This design comes from an exercise in tuning for small area, a short achievable clock period and few clock cycles per item on the open sky130 flow, not from production work.
At most, simulation tests tie the RTL to the original design; equivalence was not proved.

==> run a <==
==> flow/design.v <==
module mdu (
    input  wire        clk,
    input  wire        rst,         
    input  wire        in_valid,
    output wire        in_ready,
    input  wire [3:0]  in_op,
    input  wire [31:0] in_a,
    input  wire [31:0] in_b,
    input  wire [63:0] in_acc,      
    output reg         out_valid,
    output reg         out_fault,   
    output reg  [31:0] out_lo,
    output reg  [31:0] out_hi,
    output reg         out_n,
    output reg         out_z,
    output reg         out_v
);
    reg        rdy;               
    reg        hold;              
    reg        go;                
    reg [3:0]  i_op;
    reg [31:0] i_a, i_b;
    reg [63:0] i_acc;
    assign in_ready = rdy;
    wire accept = in_valid & rdy;
    reg        i_an, i_bn, i_as, i_bs, i_ml;
    wire       in_sdiv = (in_op == 4'd10) | (in_op == 4'd12);
    always @(posedge clk)
        if (~hold) begin
            i_an  <= in_sdiv & in_a[31];
            i_bn  <= in_sdiv & in_b[31];
            i_as  <= (in_op != 4'd2) & in_a[31];
            i_bs  <= (in_op != 4'd2) & in_b[31];
            i_ml  <= in_mul;    
            i_op  <= in_op;
            i_a   <= in_a;
            i_b   <= in_b;
            i_acc <= in_acc;
        end
    wire i_mul = i_ml;
    reg  pend;
    wire m1 = i_mul & (go | pend) & ~m2;    
    wire mwait = i_mul & go & m2;           
    reg  m2;                      
    reg  fm;                      
    reg  [3:0]  f_op;
    reg  [65:0] ps, pc;           
    reg  [32:0] ma_r;
    reg  [17:0] mlo;
    wire [34:0] ax   = {{2{ma_r[32]}}, ma_r};
    always @(posedge clk)
        if (mwait | (rdy & ~m1))
            ma_r <= mwait ? {i_as, i_a} : {(in_op != 4'd2) & in_a[31], in_a};
    wire        msub = (i_op == 4'd5) | (i_op == 4'd7) | (i_op == 4'd9);
    reg [65:0] init;
    always @(*) begin
        case (i_op)
            4'd4, 4'd5: init = {34'd0, i_acc[31:0]};
            4'd6, 4'd7: init = {{4{i_acc[31]}}, i_acc[31:0], {30{i_op[0]}}};   
            4'd8, 4'd9: init = {{2{i_acc[63]}}, i_acc};
            default:    init = 66'd0;
        endcase
    end
    wire [65:0] initx = init ^ {66{msub}};
    function [26:0] benc;
        input [18:0] w;
        integer k;
        begin
            for (k = 0; k < 9; k = k + 1) begin
                benc[3*k]   = w[2*k+1] ^ w[2*k];
                benc[3*k+1] = (w[2*k+2] & ~w[2*k+1] & ~w[2*k]) | (~w[2*k+2] & w[2*k+1] & w[2*k]);
                benc[3*k+2] = w[2*k+2] & ~(w[2*k+1] & w[2*k]);
            end
        end
    endfunction
    wire [35:0] in_bx = {{4{(in_op != 4'd2) & in_b[31]}}, in_b};
    reg  [26:0] bdig;
    always @(posedge clk)
        bdig <= m1 ? benc({i_b[17:0], 1'b0}) :
                mwait ? benc({{4{i_bs}}, i_b[31:17]}) : benc(in_bx[35:17]);
    reg  [65:0] row [0:8];
    reg  [65:0] negs;
    integer j, i;
    always @(*) begin
        negs = 66'd0;
        for (j = 0; j < 9; j = j + 1) begin : rows
            reg one, two, neg;
            reg [34:0] v;
            one = bdig[3*j];
            two = bdig[3*j+1];
            neg = bdig[3*j+2];
            for (i = 0; i < 35; i = i + 1)
                v[i] = ((one & ax[i]) | (two & (i > 0 ? ax[i-1] : 1'b0))) ^ neg;
            v[34] = ~v[34];
            row[j] = {31'd0, v} << (2*j);
            negs[2*j] = neg;
        end
    end
    wire [65:0] kn   = ((~(66'd87381 << 34)) + 66'd1) | negs;
    wire [65:0] s_in = m2 ? {ps[47:0], 18'd0} : {{18{initx[65]}}, initx[65:18]};
    wire [65:0] c_in = m2 ? {pc[47:0], mlo} : 66'd0;
    always @(posedge clk)
        mlo <= initx[17:0];
    function [131:0] csa;     
        input [65:0] x, y, z;
        begin
            csa[131:66] = x ^ y ^ z;
            csa[65:0]   = {((x & y) | (x & z) | (y & z)), 1'b0};
        end
    endfunction
    wire [131:0] l1a = csa(row[0], row[1], row[2]);
    wire [131:0] l1b = csa(row[3], row[4], row[5]);
    wire [131:0] l1c = csa(row[6], row[7], row[8]);
    wire [131:0] l1d = csa(s_in, c_in, kn);
    wire [131:0] l2a = csa(l1a[131:66], l1a[65:0], l1b[131:66]);
    wire [131:0] l2b = csa(l1b[65:0], l1c[131:66], l1c[65:0]);
    wire [131:0] l3a = csa(l2a[131:66], l2a[65:0], l2b[131:66]);
    wire [131:0] l3b = csa(l2b[65:0], l1d[131:66], l1d[65:0]);
    wire [131:0] l4a = csa(l3a[131:66], l3a[65:0], l3b[131:66]);
    wire [131:0] l5a = csa(l4a[131:66], l4a[65:0], l3b[65:0]);
    always @(posedge clk) begin
        ps <= l5a[131:66];
        pc <= l5a[65:0];
    end
    wire [65:0] pq = ps + pc;
    wire        f_sub  = (f_op == 4'd5) | (f_op == 4'd7) | (f_op == 4'd9);
    wire [65:0] fp     = pq ^ {66{f_sub}};
    wire        f_wide = (f_op == 4'd8) | (f_op == 4'd9);
    wire        f_q    = (f_op == 4'd3) | (f_op == 4'd6) | (f_op == 4'd7);
    wire        f_hi   = (f_op == 4'd1) | (f_op == 4'd2);
    wire        ovq    = ~(&fp[65:61] | ~|fp[65:61]);
    wire        ovl    = ~(&fp[65:63] | ~|fp[65:63]);
    reg  [31:0] f_lo, f_hw;
    reg         f_v, f_z;
    always @(*) begin
        f_hw = fp[63:32];
        if (f_wide) begin
            f_v  = ovl;
            f_z  = ~ovl & (fp[63:0] == 64'd0);
            f_lo = ovl ? {32{~fp[65]}} : fp[31:0];
            f_hw = ovl ? {fp[65], {31{~fp[65]}}} : fp[63:32];
        end else if (f_q) begin
            f_v  = ovq;
            f_z  = ~ovq & (fp[61:30] == 32'd0);
            f_lo = ovq ? {fp[65], {31{~fp[65]}}} : fp[61:30];
        end else if (f_hi) begin
            f_v  = 1'b0;
            f_z  = (fp[63:32] == 32'd0);
            f_lo = fp[63:32];
        end else begin
            f_v  = 1'b0;
            f_z  = (fp[31:0] == 32'd0);
            f_lo = fp[31:0];
        end
    end
    wire f_n = f_wide ? f_hw[31] : f_lo[31];
    function [5:0] clz32;        
        input [31:0] v;
        reg   [2:0] c [0:3];
        reg   [3:0] z;
        integer i, k;
        begin
            for (i = 0; i < 4; i = i + 1) begin
                z[i] = (v[8*i +: 8] == 8'd0);
                c[i] = 3'd7;
                for (k = 0; k < 8; k = k + 1)
                    if (v[8*i + k]) c[i] = 7 - k;
            end
            if (!z[3])      clz32 = {3'd0, c[3]};
            else if (!z[2]) clz32 = {3'd1, c[2]};
            else if (!z[1]) clz32 = {3'd2, c[1]};
            else if (!z[0]) clz32 = {3'd3, c[0]};
            else            clz32 = 6'd32;
        end
    endfunction
    wire dp = go & ~i_mul;        
    reg  dbusy;                   
    reg  [4:0]  dcnt;             
    reg  fx;                      
    reg  d_sq;                    
    reg  sq_l;                    
    reg  d_rem;                   
    reg  d_neg;                   
    reg  d_dz;                    
    reg  [36:0] m;
    reg  [35:0] y;
    reg  [31:0] q;
    wire p_sq  = (i_op[3:1] == 3'b111);
    wire p_sgn = (i_op == 4'd10) | (i_op == 4'd12);
    wire p_rem = (i_op == 4'd12) | (i_op == 4'd13);
    wire a_neg = i_an;
    wire b_neg = i_bn;
    wire [31:0] am = a_neg ? -i_a : i_a;
    wire [31:0] bm = b_neg ? -i_b : i_b;
    wire [5:0]  ca_r = clz32(a_neg ? ~i_a : i_a);
    wire [5:0]  ca_e = ca_r - {5'd0, a_neg};
    wire [5:0]  cb_e = clz32(b_neg ? ~i_b : i_b);
    wire        p_dz = ~p_sq & (i_b == 32'd0);
    wire [5:0]  dd   = cb_e - ca_e;
    wire        dgo  = (cb_e >= ca_e) & ~p_dz;
    wire [5:0]  dsh  = dd | 6'd1;
    wire [4:0]  pairs = 5'd16 - {1'b0, ca_r[5:1]};
    wire        sq_z  = (i_op[0] & i_a[31]) | (i_a == 32'd0);
    wire [4:0]  sq_st = i_op[0] ? pairs + 5'd15 : pairs;    
    wire [5:0]  ssh   = {ca_r[5:1], 1'b0} + (sq_st[0] ? 6'd0 : 6'd2);
    wire [4:0]  n_iter = p_sq ? (sq_z ? 5'd1 : ({1'b0, sq_st[4:1]} + {4'd0, sq_st[0]}))
                              : (dgo ? ({1'b0, dsh[5:1]} + 5'd1) : 5'd1);
    wire        sq_n  = i_op[0] & i_a[31];
    wire [31:0] sh_in  = p_sq ? i_a : bm;
    wire [5:0]  sh_amt = p_sq ? ssh : dsh;
    wire [35:0] sh_out = {4'd0, sh_in} << sh_amt;
    wire [35:0] yh  = {1'b0, y[35:4], sq_l ? 3'b001 : y[3:1]};
    wire [35:0] yh5 = {1'b0, y[35:4], sq_l ? 3'b101 : y[3:1]};
    wire [37:0] t1  = {1'b0, m} - {2'b00, y};
    wire [37:0] t2b = {1'b0, m} - {2'b00, yh};
    wire [37:0] t2a = {1'b0, m} - {2'b00, y} - {2'b00, yh5};
    wire        b1  = ~t1[37];
    wire        b2  = b1 ? ~t2a[37] : ~t2b[37];
    wire [36:0] rn  = b1 ? (b2 ? t2a[36:0] : t1[36:0]) : (b2 ? t2b[36:0] : m);
    always @(posedge clk) begin
        if (dp) begin
            d_sq  <= p_sq;
            d_rem <= p_rem;
            d_neg <= p_rem ? a_neg : (a_neg ^ b_neg);
            d_dz  <= p_dz;
        end
        if (dp) begin
            m <= p_sq ? {33'd0, sh_out[33:30] & {4{~sq_n}}} : {5'd0, am};
            y <= p_sq ? 36'd4 : dgo ? sh_out : 36'h8_0000_0000;
            q <= p_sq ? {sh_out[29:0] & {30{~sq_n}}, 2'b00} : 32'd0;
        end else if (d_sq) begin
            m <= {rn[32:0], q[31:28]};
            y <= {y[33:4], b1, b2, 4'b0100};
            q <= {q[27:0], 4'd0};
        end else begin
            m <= rn;
            y <= {2'b00, y[35:2]};
            q <= {q[29:0], b1, b2};
        end
    end
    reg  [31:0] res;
    reg         r_neg, r_dz;
    always @(posedge clk) begin
        res   <= d_sq ? {y[33:4], b1, b2} : d_rem ? rn[31:0] : {q[29:0], b1, b2};
        r_neg <= d_neg;
        r_dz  <= d_dz;
    end
    wire [31:0] fix_r = r_neg ? -res : res;
    wire in_mul = ~in_op[3] | (in_op[3:1] == 3'b100);
    wire rdy_n = accept ? (in_mul & ~m1) :
                 dp ? (n_iter <= 5'd2) :
                 dbusy ? (dcnt <= 5'd3) : 1'b1;
    always @(posedge clk) begin
        if (rst) begin
            rdy       <= 1'b1;
            hold      <= 1'b0;
            pend      <= 1'b0;
            sq_l      <= 1'b0;
            go        <= 1'b0;
            m2        <= 1'b0;
            fm        <= 1'b0;
            dbusy     <= 1'b0;
            fx        <= 1'b0;
            out_valid <= 1'b0;
        end else begin
            go  <= accept;
            pend <= mwait;
            m2  <= m1;
            fm  <= m2;
            fx  <= dbusy & (dcnt == 5'd1);
            if (dp) begin
                dbusy <= 1'b1;
                sq_l  <= p_sq;
                dcnt  <= n_iter;
            end else if (dbusy) begin
                dbusy <= (dcnt != 5'd1);
                sq_l  <= (dcnt != 5'd1) & sq_l;
                dcnt  <= dcnt - 5'd1;
            end
            rdy  <= rdy_n;
            hold <= ~rdy_n;
            out_valid <= fm | fx;
        end
    end
    always @(posedge clk) begin
        if (m1) f_op <= i_op;
        out_fault <= ~fm & r_dz;
        out_lo    <= fm ? f_lo : fix_r;
        out_hi    <= f_hw;
        out_n     <= f_n;
        out_z     <= f_z;
        out_v     <= f_v;
    end
endmodule
==> flow/flow/run.sh <==
#!/bin/bash
set -e
export SETUP_SLACK_MARGIN=13.5
bash standard.sh > standard.log 2>&1
==> flow/standard.sh <==
#!/bin/bash
# synth_recipe.tcl (not shown) runs the flow's synth.tcl, then flattens the netlist and writes it again
# the make line also repeats each setting of config.mk as NAME=value (left out here)
make -C /OpenROAD-flow-scripts/flow DESIGN_CONFIG=/design/flow/config.mk WORK_HOME=/design/flow/orfs CLKGATE_MAP_FILE= SYNTH_SCRIPT=/design/flow/synth_recipe.tcl "${@:-finish}"
==> flow/config.mk <==
export PLATFORM = sky130hd
export DESIGN_NAME = mdu
export DESIGN_NICKNAME = mdu
export VERILOG_FILES = /design/flow/design.v
export SDC_FILE = /design/flow/constraint.sdc
export NUM_CORES = 4
export LEC_CHECK = 0
export CAP_MARGIN = 20
export CORE_MARGIN = 2
export CORE_UTILIZATION = 55
export SLEW_MARGIN = 20
==> flow/constraint.sdc <==
create_clock -name core_clock -period 18.0 [get_ports {clk}]
set_input_delay 3.6000 -clock core_clock [delete_from_list [all_inputs] [get_ports {clk}]]
set_output_delay 3.6000 -clock core_clock [all_outputs]
set_load 0.01 [all_outputs]
==> run b: changes against run a <==
--- a/flow/design.v
+++ b/flow/design.v
@@ -25,3 +25,3 @@
     wire accept = in_valid & rdy;
-    reg        i_an, i_bn, i_as, i_bs, i_ml;
+    reg        i_an, i_bn, i_as, i_ml;
     wire       in_sdiv = (in_op == 4'd10) | (in_op == 4'd12);
@@ -32,4 +32,3 @@
             i_as  <= (in_op != 4'd2) & in_a[31];
-            i_bs  <= (in_op != 4'd2) & in_b[31];
-            i_ml  <= in_mul;    
+            i_ml  <= ~in_op[3] | (in_op[3:1] == 3'b100);    
             i_op  <= in_op;
@@ -40,5 +39,3 @@
     wire i_mul = i_ml;
-    reg  pend;
-    wire m1 = i_mul & (go | pend) & ~m2;    
-    wire mwait = i_mul & go & m2;           
+    wire m1 = go & i_mul;         
     reg  m2;                      
@@ -47,8 +44,3 @@
     reg  [65:0] ps, pc;           
-    reg  [32:0] ma_r;
-    reg  [17:0] mlo;
-    wire [34:0] ax   = {{2{ma_r[32]}}, ma_r};
-    always @(posedge clk)
-        if (mwait | (rdy & ~m1))
-            ma_r <= mwait ? {i_as, i_a} : {(in_op != 4'd2) & in_a[31], in_a};
+    wire [34:0] ax   = {{3{i_as}}, i_a};
     wire        msub = (i_op == 4'd5) | (i_op == 4'd7) | (i_op == 4'd9);
@@ -78,4 +70,3 @@
     always @(posedge clk)
-        bdig <= m1 ? benc({i_b[17:0], 1'b0}) :
-                mwait ? benc({{4{i_bs}}, i_b[31:17]}) : benc(in_bx[35:17]);
+        bdig <= rdy ? benc(in_bx[35:17]) : benc({i_b[17:0], 1'b0});
     reg  [65:0] row [0:8];
@@ -100,5 +91,3 @@
     wire [65:0] s_in = m2 ? {ps[47:0], 18'd0} : {{18{initx[65]}}, initx[65:18]};
-    wire [65:0] c_in = m2 ? {pc[47:0], mlo} : 66'd0;
-    always @(posedge clk)
-        mlo <= initx[17:0];
+    wire [65:0] c_in = m2 ? {pc[47:0], initx[17:0]} : 66'd0;
     function [131:0] csa;     
@@ -248,6 +237,5 @@
     wire [31:0] fix_r = r_neg ? -res : res;
-    wire in_mul = ~in_op[3] | (in_op[3:1] == 3'b100);
-    wire rdy_n = accept ? (in_mul & ~m1) :
-                 dp ? (n_iter <= 5'd2) :
-                 dbusy ? (dcnt <= 5'd3) : 1'b1;
+    wire rdy_n = ~accept & (m1 ? 1'b1 :
+                            dp ? (n_iter <= 5'd2) :
+                            dbusy ? (dcnt <= 5'd3) : 1'b1);
     always @(posedge clk) begin
@@ -256,3 +244,2 @@
             hold      <= 1'b0;
-            pend      <= 1'b0;
             sq_l      <= 1'b0;
@@ -266,3 +253,2 @@
             go  <= accept;
-            pend <= mwait;
             m2  <= m1;
@@ -285,3 +271,3 @@
     always @(posedge clk) begin
-        if (m1) f_op <= i_op;
+        f_op <= i_op;
         out_fault <= ~fm & r_dz;
==> flow/flow/run.sh (replaced) <==
#!/bin/bash
set -e
export SETUP_SLACK_MARGIN=12.5
bash standard.sh > standard.log 2>&1
- CORE_UTILIZATION: 55 -> 40
==> run c: changes against run a <==
--- a/flow/design.v
+++ b/flow/design.v
@@ -19,3 +19,5 @@
     reg        hold;              
-    reg        go;                
+    reg        iv;                
+    reg        dbusy;             
+    reg  [4:0] dcnt;              
     reg [3:0]  i_op;
@@ -40,5 +42,6 @@
     wire i_mul = i_ml;
-    reg  pend;
-    wire m1 = i_mul & (go | pend) & ~m2;    
-    wire mwait = i_mul & go & m2;           
+    wire ok    = ~dbusy | (dcnt == 5'd1);
+    wire m1    = iv & i_mul & ~m2 & ok;     
+    wire dp    = iv & ~i_mul & ok;          
+    wire ivw   = iv & ~(m1 | dp);           
     reg  m2;                      
@@ -51,4 +54,4 @@
     always @(posedge clk)
-        if (mwait | (rdy & ~m1))
-            ma_r <= mwait ? {i_as, i_a} : {(in_op != 4'd2) & in_a[31], in_a};
+        if (~m1)
+            ma_r <= ivw ? {i_as, i_a} : {(in_op != 4'd2) & in_a[31], in_a};
     wire        msub = (i_op == 4'd5) | (i_op == 4'd7) | (i_op == 4'd9);
@@ -79,3 +82,3 @@
         bdig <= m1 ? benc({i_b[17:0], 1'b0}) :
-                mwait ? benc({{4{i_bs}}, i_b[31:17]}) : benc(in_bx[35:17]);
+                ivw ? benc({{4{i_bs}}, i_b[31:17]}) : benc(in_bx[35:17]);
     reg  [65:0] row [0:8];
@@ -175,5 +178,2 @@
     endfunction
-    wire dp = go & ~i_mul;        
-    reg  dbusy;                   
-    reg  [4:0]  dcnt;             
     reg  fx;                      
@@ -249,5 +249,6 @@
     wire in_mul = ~in_op[3] | (in_op[3:1] == 3'b100);
-    wire rdy_n = accept ? (in_mul & ~m1) :
-                 dp ? (n_iter <= 5'd2) :
-                 dbusy ? (dcnt <= 5'd3) : 1'b1;
+    wire iv_n  = accept | ivw;
+    wire mul_n = accept ? in_mul : i_mul;
+    wire ok_n  = dp ? (n_iter == 5'd1) : dbusy ? (dcnt <= 5'd2) : 1'b1;
+    wire rdy_n = ~iv_n | (ok_n & ~(mul_n & m1));
     always @(posedge clk) begin
@@ -256,5 +257,4 @@
             hold      <= 1'b0;
-            pend      <= 1'b0;
             sq_l      <= 1'b0;
-            go        <= 1'b0;
+            iv        <= 1'b0;
             m2        <= 1'b0;
@@ -265,4 +265,3 @@
         end else begin
-            go  <= accept;
-            pend <= mwait;
+            iv  <= iv_n;
             m2  <= m1;
==> flow/flow/run.sh (replaced) <==
#!/bin/bash
set -e
export SETUP_SLACK_MARGIN=13.5
export BUFFER_PORTS_ARGS="-buffer_cell sky130_fd_sc_hd__buf_2"
bash standard.sh > standard.log 2>&1
- ABC_AREA: unset -> 1
- CORE_UTILIZATION: 55 -> 40
- CTS_BUF_LIST: unset -> sky130_fd_sc_hd__clkbuf_4
==> run d: changes against run a <==
--- a/flow/design.v
+++ b/flow/design.v
@@ -18,3 +18,2 @@
     reg        rdy;               
-    reg        hold;              
     reg        go;                
@@ -25,11 +24,4 @@
     wire accept = in_valid & rdy;
-    reg        i_an, i_bn, i_as, i_bs, i_ml;
-    wire       in_sdiv = (in_op == 4'd10) | (in_op == 4'd12);
     always @(posedge clk)
-        if (~hold) begin
-            i_an  <= in_sdiv & in_a[31];
-            i_bn  <= in_sdiv & in_b[31];
-            i_as  <= (in_op != 4'd2) & in_a[31];
-            i_bs  <= (in_op != 4'd2) & in_b[31];
-            i_ml  <= in_mul;    
+        if (rdy) begin
             i_op  <= in_op;
@@ -39,6 +31,4 @@
         end
-    wire i_mul = i_ml;
-    reg  pend;
-    wire m1 = i_mul & (go | pend) & ~m2;    
-    wire mwait = i_mul & go & m2;           
+    wire i_mul = ~i_op[3] | (i_op[3:1] == 3'b100);    
+    wire m1 = go & i_mul;         
     reg  m2;                      
@@ -47,8 +37,4 @@
     reg  [65:0] ps, pc;           
-    reg  [32:0] ma_r;
-    reg  [17:0] mlo;
-    wire [34:0] ax   = {{2{ma_r[32]}}, ma_r};
-    always @(posedge clk)
-        if (mwait | (rdy & ~m1))
-            ma_r <= mwait ? {i_as, i_a} : {(in_op != 4'd2) & in_a[31], in_a};
+    wire        msg  = (i_op != 4'd2);
+    wire [34:0] ax   = {{3{msg & i_a[31]}}, i_a};
     wire        msub = (i_op == 4'd5) | (i_op == 4'd7) | (i_op == 4'd9);
@@ -78,4 +64,3 @@
     always @(posedge clk)
-        bdig <= m1 ? benc({i_b[17:0], 1'b0}) :
-                mwait ? benc({{4{i_bs}}, i_b[31:17]}) : benc(in_bx[35:17]);
+        bdig <= rdy ? benc(in_bx[35:17]) : benc({i_b[17:0], 1'b0});
     reg  [65:0] row [0:8];
@@ -100,5 +85,3 @@
     wire [65:0] s_in = m2 ? {ps[47:0], 18'd0} : {{18{initx[65]}}, initx[65:18]};
-    wire [65:0] c_in = m2 ? {pc[47:0], mlo} : 66'd0;
-    always @(posedge clk)
-        mlo <= initx[17:0];
+    wire [65:0] c_in = m2 ? {pc[47:0], initx[17:0]} : 66'd0;
     function [131:0] csa;     
@@ -156,19 +139,9 @@
     wire f_n = f_wide ? f_hw[31] : f_lo[31];
-    function [5:0] clz32;        
+    function [5:0] clz32;
         input [31:0] v;
-        reg   [2:0] c [0:3];
-        reg   [3:0] z;
-        integer i, k;
+        integer i;
         begin
-            for (i = 0; i < 4; i = i + 1) begin
-                z[i] = (v[8*i +: 8] == 8'd0);
-                c[i] = 3'd7;
-                for (k = 0; k < 8; k = k + 1)
-                    if (v[8*i + k]) c[i] = 7 - k;
-            end
-            if (!z[3])      clz32 = {3'd0, c[3]};
-            else if (!z[2]) clz32 = {3'd1, c[2]};
-            else if (!z[1]) clz32 = {3'd2, c[1]};
-            else if (!z[0]) clz32 = {3'd3, c[0]};
-            else            clz32 = 6'd32;
+            clz32 = 6'd32;
+            for (i = 0; i < 32; i = i + 1)
+                if (v[i]) clz32 = 31 - i;
         end
@@ -180,3 +153,2 @@
     reg  d_sq;                    
-    reg  sq_l;                    
     reg  d_rem;                   
@@ -190,4 +162,4 @@
     wire p_rem = (i_op == 4'd12) | (i_op == 4'd13);
-    wire a_neg = i_an;
-    wire b_neg = i_bn;
+    wire a_neg = p_sgn & i_a[31];
+    wire b_neg = p_sgn & i_b[31];
     wire [31:0] am = a_neg ? -i_a : i_a;
@@ -205,5 +177,4 @@
     wire [5:0]  ssh   = {ca_r[5:1], 1'b0} + (sq_st[0] ? 6'd0 : 6'd2);
-    wire [4:0]  n_iter = p_sq ? (sq_z ? 5'd1 : ({1'b0, sq_st[4:1]} + {4'd0, sq_st[0]}))
-                              : (dgo ? ({1'b0, dsh[5:1]} + 5'd1) : 5'd1);
-    wire        sq_n  = i_op[0] & i_a[31];
+    wire [4:0]  n_iter = p_sq ? (sq_z ? 5'd0 : ({1'b0, sq_st[4:1]} + {4'd0, sq_st[0]}))
+                              : (dgo ? ({1'b0, dsh[5:1]} + 5'd1) : 5'd0);
     wire [31:0] sh_in  = p_sq ? i_a : bm;
@@ -211,4 +182,4 @@
     wire [35:0] sh_out = {4'd0, sh_in} << sh_amt;
-    wire [35:0] yh  = {1'b0, y[35:4], sq_l ? 3'b001 : y[3:1]};
-    wire [35:0] yh5 = {1'b0, y[35:4], sq_l ? 3'b101 : y[3:1]};
+    wire [35:0] yh  = {1'b0, y[35:4], d_sq ? 3'b001 : y[3:1]};
+    wire [35:0] yh5 = {1'b0, y[35:4], d_sq ? 3'b101 : y[3:1]};
     wire [37:0] t1  = {1'b0, m} - {2'b00, y};
@@ -227,5 +198,5 @@
         if (dp) begin
-            m <= p_sq ? {33'd0, sh_out[33:30] & {4{~sq_n}}} : {5'd0, am};
-            y <= p_sq ? 36'd4 : dgo ? sh_out : 36'h8_0000_0000;
-            q <= p_sq ? {sh_out[29:0] & {30{~sq_n}}, 2'b00} : 32'd0;
+            m <= p_sq ? {33'd0, sh_out[33:30]} : {5'd0, am};
+            y <= p_sq ? 36'd4 : sh_out;
+            q <= p_sq ? {sh_out[29:0], 2'b00} : 32'd0;
         end else if (d_sq) begin
@@ -240,14 +211,4 @@
     end
-    reg  [31:0] res;
-    reg         r_neg, r_dz;
-    always @(posedge clk) begin
-        res   <= d_sq ? {y[33:4], b1, b2} : d_rem ? rn[31:0] : {q[29:0], b1, b2};
-        r_neg <= d_neg;
-        r_dz  <= d_dz;
-    end
-    wire [31:0] fix_r = r_neg ? -res : res;
-    wire in_mul = ~in_op[3] | (in_op[3:1] == 3'b100);
-    wire rdy_n = accept ? (in_mul & ~m1) :
-                 dp ? (n_iter <= 5'd2) :
-                 dbusy ? (dcnt <= 5'd3) : 1'b1;
+    wire [31:0] fix_v = d_sq ? y[35:4] : d_rem ? m[31:0] : q;
+    wire [31:0] fix_r = d_neg ? -fix_v : fix_v;
     always @(posedge clk) begin
@@ -255,5 +216,2 @@
             rdy       <= 1'b1;
-            hold      <= 1'b0;
-            pend      <= 1'b0;
-            sq_l      <= 1'b0;
             go        <= 1'b0;
@@ -266,9 +224,7 @@
             go  <= accept;
-            pend <= mwait;
             m2  <= m1;
             fm  <= m2;
-            fx  <= dbusy & (dcnt == 5'd1);
+            fx  <= (dp & (n_iter == 5'd0)) | (dbusy & (dcnt == 5'd1));
             if (dp) begin
-                dbusy <= 1'b1;
-                sq_l  <= p_sq;
+                dbusy <= (n_iter != 5'd0);
                 dcnt  <= n_iter;
@@ -276,7 +232,7 @@
                 dbusy <= (dcnt != 5'd1);
-                sq_l  <= (dcnt != 5'd1) & sq_l;
                 dcnt  <= dcnt - 5'd1;
             end
-            rdy  <= rdy_n;
-            hold <= ~rdy_n;
+            rdy <= ~accept & (m1 ? 1'b1 :
+                              dp ? (n_iter <= 5'd1) :
+                              dbusy ? (dcnt <= 5'd2) : 1'b1);
             out_valid <= fm | fx;
@@ -285,4 +241,4 @@
     always @(posedge clk) begin
-        if (m1) f_op <= i_op;
-        out_fault <= ~fm & r_dz;
+        f_op <= i_op;
+        out_fault <= ~fm & d_dz;
         out_lo    <= fm ? f_lo : fix_r;
==> flow/run.sh (new file) <==
#!/bin/bash
# synth_recipe.tcl (not shown) runs the flow's synth.tcl, then flattens the netlist and writes it again
# the make line also repeats each setting of config.mk as NAME=value (left out here)
make -C /OpenROAD-flow-scripts/flow DESIGN_CONFIG=/design/flow/config.mk WORK_HOME=/design/flow/orfs CLKGATE_MAP_FILE= SYNTH_SCRIPT=/design/flow/synth_recipe.tcl finish
- CORE_UTILIZATION: 55 -> 40
removed: flow/flow/run.sh
removed: flow/standard.sh
==> run_results.csv <==
group,metric,value,unit
run_status,status,"no timing/DRC/antenna violations",
layout,multi_input_area_share,0.617,
setup_path,cp_max_fo,5,
layout,mostFrequentLayoutCells,"528 x inv_1, 478 x nand2_1, 465 x xnor2_1",
cts,root_buffer,"clkbuf_16",
setup_path,r2r_start,"y[6]",
sta,period_share,0.312,
sta,period_needed,5.62,ns
global_routing,first_global_vias,49600,
layout,seq_cells,575,
yosys,synth_top_family_by_area,"compound AO/OA/AOI/OAI gates",
setup_path,ff2ff_path_depth,26,
yosys,synth-seq-cells,575,
yosys,netlist_area,54400,um^2
yosys,yosysMostFrequentCell,"inv_1",
(the above is from run a)
==> run_results.csv <==
group,metric,value,unit
run_status,status,"no timing/DRC/antenna violations",
setup_path,cp_max_fo,7,
global_routing,first_global_vias,45700,
cts,root_buffer,"clkbuf_16",
layout,multi_input_area_share,0.629,
setup_path,ff2ff_path_depth,21,
yosys,yosysMostFrequentCell,"inv_1",
layout,mostFrequentLayoutCells,"501 x inv_1, 463 x xnor2_1, 365 x nand2_1",
(the above is from run b)
==> run_results.csv <==
group,metric,value,unit
cts,root_buffer,"clkbuf_16",
run_status,status,"no timing/DRC/antenna violations",
layout,seq_cells,482,
yosys,yosysMostFrequentCell,"inv_1",
layout,mostFrequentLayoutCells,"516 x inv_1, 490 x xnor2_1, 389 x nand2_1",
setup_path,r2r_start,"m[0]",
yosys,synth-seq-cells,482,
sta,period_needed,7.74,ns
global_routing,first_global_vias,44200,
(the above is from run d)
==> run_results.csv <==
group,metric,value,unit
setup_path,ff2ff_path_depth,32,
layout,multi_input_area_share,0.602,
layout,buf_share,0.0642,
yosys,synth_top_family_by_area,"simple AND/OR/NAND/NOR gates",
run_status,status,"no timing/DRC/antenna violations",
layout,largest_reg_flops,66,
cts,root_buffer,"clkbuf_4",
yosys,synth-seq-cells,574,
yosys,netlist_area,55800,um^2
sta,period_needed,5.17,ns
yosys,synth-simple-area-share,0.202,
yosys,yosysMostFrequentCell,"nand2_1",
sta,period_share,0.287,
layout,mostFrequentLayoutCells,"1403 x nand2_1, 964 x inv_1, 525 x xor2_1",
global_routing,first_global_vias,54500,
setup_path,r2r_start,"i_an",
(the above is from run c)
Testbench counts of run b, summed over its fixed seeds: cycles 42,985, items 12,000.
Testbench counts of run c, summed over its fixed seeds: cycles 36,833, items 12,000.
Testbench counts of run d, summed over its fixed seeds: cycles 45,834, items 12,000.
No functional check of the RTL was part of run a.

[what the ideal ports hide]
The flow's constraints put no driver on any port. The routed layouts listed below were extracted and timed again, unchanged, in two steps. Step 1 sets driving cells, clkbuf_16 on the clock port and buf_2 on the other inputs (assumed; they add their load-dependent delay and slew). Step 2 also shifts input and output timing later by t, the mid clock arrival at the registers, as if the neighbouring blocks saw the same clock. Three values: ideal ports, drivers, drivers and shift; two values: the first two.
| run | shift t [ns] | slack for setup (ns) | worst data-port slew with drivers (ns) | cell pins on the clock port's net |
|---|---|---|---|---|
| run a | 0.716 | 12.381 / 12.381 / 12.381 | 0.06 | 1 |
| run b | 0.753 | 12.392 / 12.392 / 12.392 | 0.11 | 1 |
| run c | 1.202 | 12.828 / 12.750 / 12.326 | 0.06 | 1 |
| run d | 0.762 | 10.259 / 10.259 / 10.259 | 0.07 | 1 |
After both steps every run listed still meets setup and hold. The setup slack of run c, which loses most, moves by -0.078 ns with the drivers and by -0.502 ns with both steps.
